Source: an optimization exercise on an open RTL-to-GDS flow (aim: small area, a short achievable clock period and few clock cycles per item). Production flows keep margins and buffers that such runs may drop. The RTL was checked by simulation tests, not by an equivalence proof against the original design. No activity file was given, so power comes from the tool's default toggle rates.

// voler_mac
module voler_mac (
    input  wire        clk,
    input  wire        rst,
    input  wire        in_valid,
    output wire        in_ready,
    input  wire [31:0] in_instr,
    input  wire [23:0] in_x0,
    input  wire [23:0] in_y0,
    input  wire [23:0] in_x1,
    input  wire [23:0] in_y1,
    output reg         out_valid,
    output reg  [23:0] out_data
);
    assign in_ready = 1'b1;
    reg        v0;
    reg [7:0]  op0;
    reg [23:0] f0;
    reg [24:0] x0_0, x1_0;
    reg [11:0] one0_0, two0_0, sgn0_0, one1_0, two1_0, sgn1_0;
    wire       in_dmac = in_instr[31:24] == 8'h42;
    wire       in_mac2 = in_instr[31:24] == 8'h41;
    wire [24:0] yb0 = {in_y0, 1'b0};
    wire [24:0] yb1 = {in_y1, 1'b0};
    genvar gi;
    generate for (gi = 0; gi < 12; gi = gi + 1) begin : benc
        always @(posedge clk) begin
            one0_0[gi] <= yb0[2*gi+1] ^ yb0[2*gi];
  ...
For scale: about 6500 cells after synthesis, ~160 I/O pins.
export LEC_CHECK = 0
export CAP_MARGIN = 20
export CORE_MARGIN = 2
export CORE_UTILIZATION = 50
export CTS_CLUSTER_DIAMETER = 100
export CTS_CLUSTER_SIZE = 20
export SLEW_MARGIN = 20
export SYNTH_HIERARCHICAL = 1
export TNS_END_PERCENT = 10
create_clock -name core_clock -period 20.0 [get_ports {clk}]
standard.sh (not shown) runs the stock make flow with config.mk's settings and CLKGATE_MAP_FILE= SYNTH_SCRIPT=/design/flow/synth_recipe.tcl, a recipe that flattens the netlist after the stock synthesis.
==> flow/flow/run.sh <==
#!/bin/bash
# The standard layout (standard.sh) with these changes:
#  - flow/post_synth.tcl runs after the standard synthesis netlist is loaded
#    (synthesis buffers removed, Booth select cells at minimum size);
#  - the port buffers are buf_2 cells;
#  - repair_timing is asked for extra setup margin at the design's clock
#    period; the SDC is not changed.
# Make's output goes to flow_make.log here; ORFS keeps each step's full log
# under orfs/logs.
set -euo pipefail
MARGIN=15.2
bash standard.sh SETUP_SLACK_MARGIN=$MARGIN POST_SYNTH_TCL=$PWD/flow/post_synth.tcl \
  "BUFFER_PORTS_ARGS=-buffer_cell sky130_fd_sc_hd__buf_2" finish > flow_make.log 2>&1
==> flow/flow/post_synth.tcl <==
# Runs inside ORFS's synth_odb step (POST_SYNTH_TCL), after the standard
# synthesis netlist is loaded: drop the buffers that synthesis inserted and
# put every combinational cell at drive strength 1 (synthesis upsizes for an
# unreachable delay target); the resizer rebuffers and upsizes later where
# the layout's timing needs it. Registers are not touched.
remove_buffers
set n 0
foreach inst [get_cells *] {
  set ref [get_property $inst ref_name]
  if { ![regexp {^(sky130_fd_sc_hd__)(\w+)_([0-9]+)$} $ref -> pre base size] } { continue }
  if { $size < 2 } { continue }
  if { [regexp {^(e?dfx|dfr|dfs|dfb|sdf|dl|clk|conb|tap|fill|decap|buf|inv$)} $base] } { continue }
  set lc [get_lib_cells -quiet */${pre}${base}_1]
  if { $lc == "" } { continue }
  if { [get_property $lc area] >= [get_property [get_lib_cells */$ref] area] } { continue }
  replace_cell $inst $lc
  incr n
}
puts "post_synth: downsized $n cells to drive strength 1"
The baseline ran to the end with no violations.
Testbench counts at the start, summed over its fixed seeds: cycles 160,024, items 160,000.
Then changed:
- CORE_UTILIZATION: 50 -> 40
- CTS_CLUSTER_DIAMETER: 100 -> not set
- CTS_CLUSTER_SIZE: 20 -> not set
- first-iteration DRC count falls by 8.9%
- global-route usage falls by 9.8 points
- via count falls by 1.5%
- design area stays flat
- utilization falls by 13 points
Then changed:
- CORE_UTILIZATION: 40 -> 45
- CTS_CLUSTER_DIAMETER: not set -> 100
- CTS_CLUSTER_SIZE: not set -> 20
Effect: The new run ran to the end with no violations; cell area drops by 1.6%; final cell count drops by 3.4%; global-route usage climbs by 4.3 points; power drops by about 3.7%; routed wire length climbs by 0.51%.


v6:
voler_mac, a different RTL version from the one above (not shown whole).
Size: ~6800 cells after synthesis, ~160 I/O pins, roughly 66000 µm² of cells after synthesis.
==> flow/config.mk <==
export PLATFORM = sky130hd
export DESIGN_NAME = voler_mac
export DESIGN_NICKNAME = voler_mac
export VERILOG_FILES = /design/flow/design.v
export SDC_FILE = /design/flow/constraint.sdc
export NUM_CORES = 4
export LEC_CHECK = 0
export CAP_MARGIN = 20
export CORE_MARGIN = 2
export CORE_UTILIZATION = 40
export SLEW_MARGIN = 20
export SYNTH_HIERARCHICAL = 1
export TNS_END_PERCENT = 10
==> flow/constraint.sdc <==
create_clock -name core_clock -period 20.0 [get_ports {clk}]
set_input_delay 4.0000 -clock core_clock [delete_from_list [all_inputs] [get_ports {clk}]]
set_output_delay 4.0000 -clock core_clock [all_outputs]
set_load 0.01 [all_outputs]
==> flow/flow/run.sh <==
#!/bin/bash
# The standard layout (standard.sh) with these changes:
#  - flow/post_synth.tcl runs after the standard synthesis netlist is loaded
#    (synthesis buffers removed, Booth select cells at minimum size);
#  - the port buffers are buf_2 cells;
#  - repair_timing is asked for extra setup margin at the design's clock
#    period; the SDC is not changed.
# Make's output goes to flow_make.log here; ORFS keeps each step's full log
# under orfs/logs.
set -euo pipefail
MARGIN=15.1
bash standard.sh SETUP_SLACK_MARGIN=$MARGIN POST_SYNTH_TCL=$PWD/flow/post_synth.tcl \
  "BUFFER_PORTS_ARGS=-buffer_cell sky130_fd_sc_hd__buf_2" finish > flow_make.log 2>&1
Scripts as last shown in full above: flow/flow/post_synth.tcl
Testbench counts of v6, summed over its fixed seeds: cycles 160,024, items 160,000.
What v9 does differently from v6 at the input level:
Settings: CTS_CLUSTER_SIZE: unset -> 20; CORE_UTILIZATION: 40 -> 45; CTS_CLUSTER_DIAMETER: unset -> 100.
diff --git a/flow/flow/run.sh b/flow/flow/run.sh
--- a/flow/flow/run.sh
+++ b/flow/flow/run.sh
@@ -9,5 +9,5 @@
 # under orfs/logs.
 set -euo pipefail
-MARGIN=15.1
+MARGIN=14.8
 bash standard.sh SETUP_SLACK_MARGIN=$MARGIN POST_SYNTH_TCL=$PWD/flow/post_synth.tcl \
   "BUFFER_PORTS_ARGS=-buffer_cell sky130_fd_sc_hd__buf_2" finish > flow_make.log 2>&1
Notes after the runs:
Per the comparison of v9 with v6, first-pass GRT wire length went up; post-route fraction of the period consumed by the critical path higher; post-cts resize count moved up; die area dropped 11%. The worst setup path startpoint comes out a1[2] in one run and a1[0] in the other, namely in v6 and v9 respectively. On footprint of the flip-flops and latches, v6 and v9 are neck and neck.

==> re-timing with driven ports <==
How much do the figures lean on ideal ports? The routed layouts below were timed once more, with nothing changed but the port constraints. Step 1: set_driving_cell puts a clkbuf_16 on clk and a buf_2 on each other input, an assumption about the parent block. Step 2 adds t to the input delays and takes it off the output delays; t is the mean of the earliest and latest rising clock arrival at the registers after step 1. Input paths then give back, and output paths get back, about the clock's delay inside the block. Slacks: ideal ports / drivers / drivers and shift; pairs: ideal ports / drivers.
| run | t, ns | setup slack, ns | worst setup path after step 2 | clock arrival spread, ns | worst register clock-pin slew, ns |
|---|---|---|---|---|---|
| the first run of note 1 | 0.766 | 14.665 / 14.665 / 14.225 | input to register | 0.068 / 0.067 | 0.10 / 0.10 |
| the second run of note 1 | 0.800 | 14.796 / 14.737 / 14.267 | input to register | 0.056 / 0.055 | 0.07 / 0.07 |
| the third run of note 1 | 0.772 | 14.828 / 14.739 / 14.254 | input to register | 0.081 / 0.081 | 0.09 / 0.09 |
| v6 | 0.792 | 14.798 / 14.759 / 14.271 | input to register | 0.054 / 0.055 | 0.08 / 0.08 |
| v9 | 0.787 | 14.494 / 14.494 / 14.063 | input to register | 0.104 / 0.103 | 0.09 / 0.09 |
After both steps setup and hold are still met in every run listed. For the third run of note 1, which loses most, drivers alone change the setup slack by -0.089 ns; drivers and shift together by -0.574 ns.
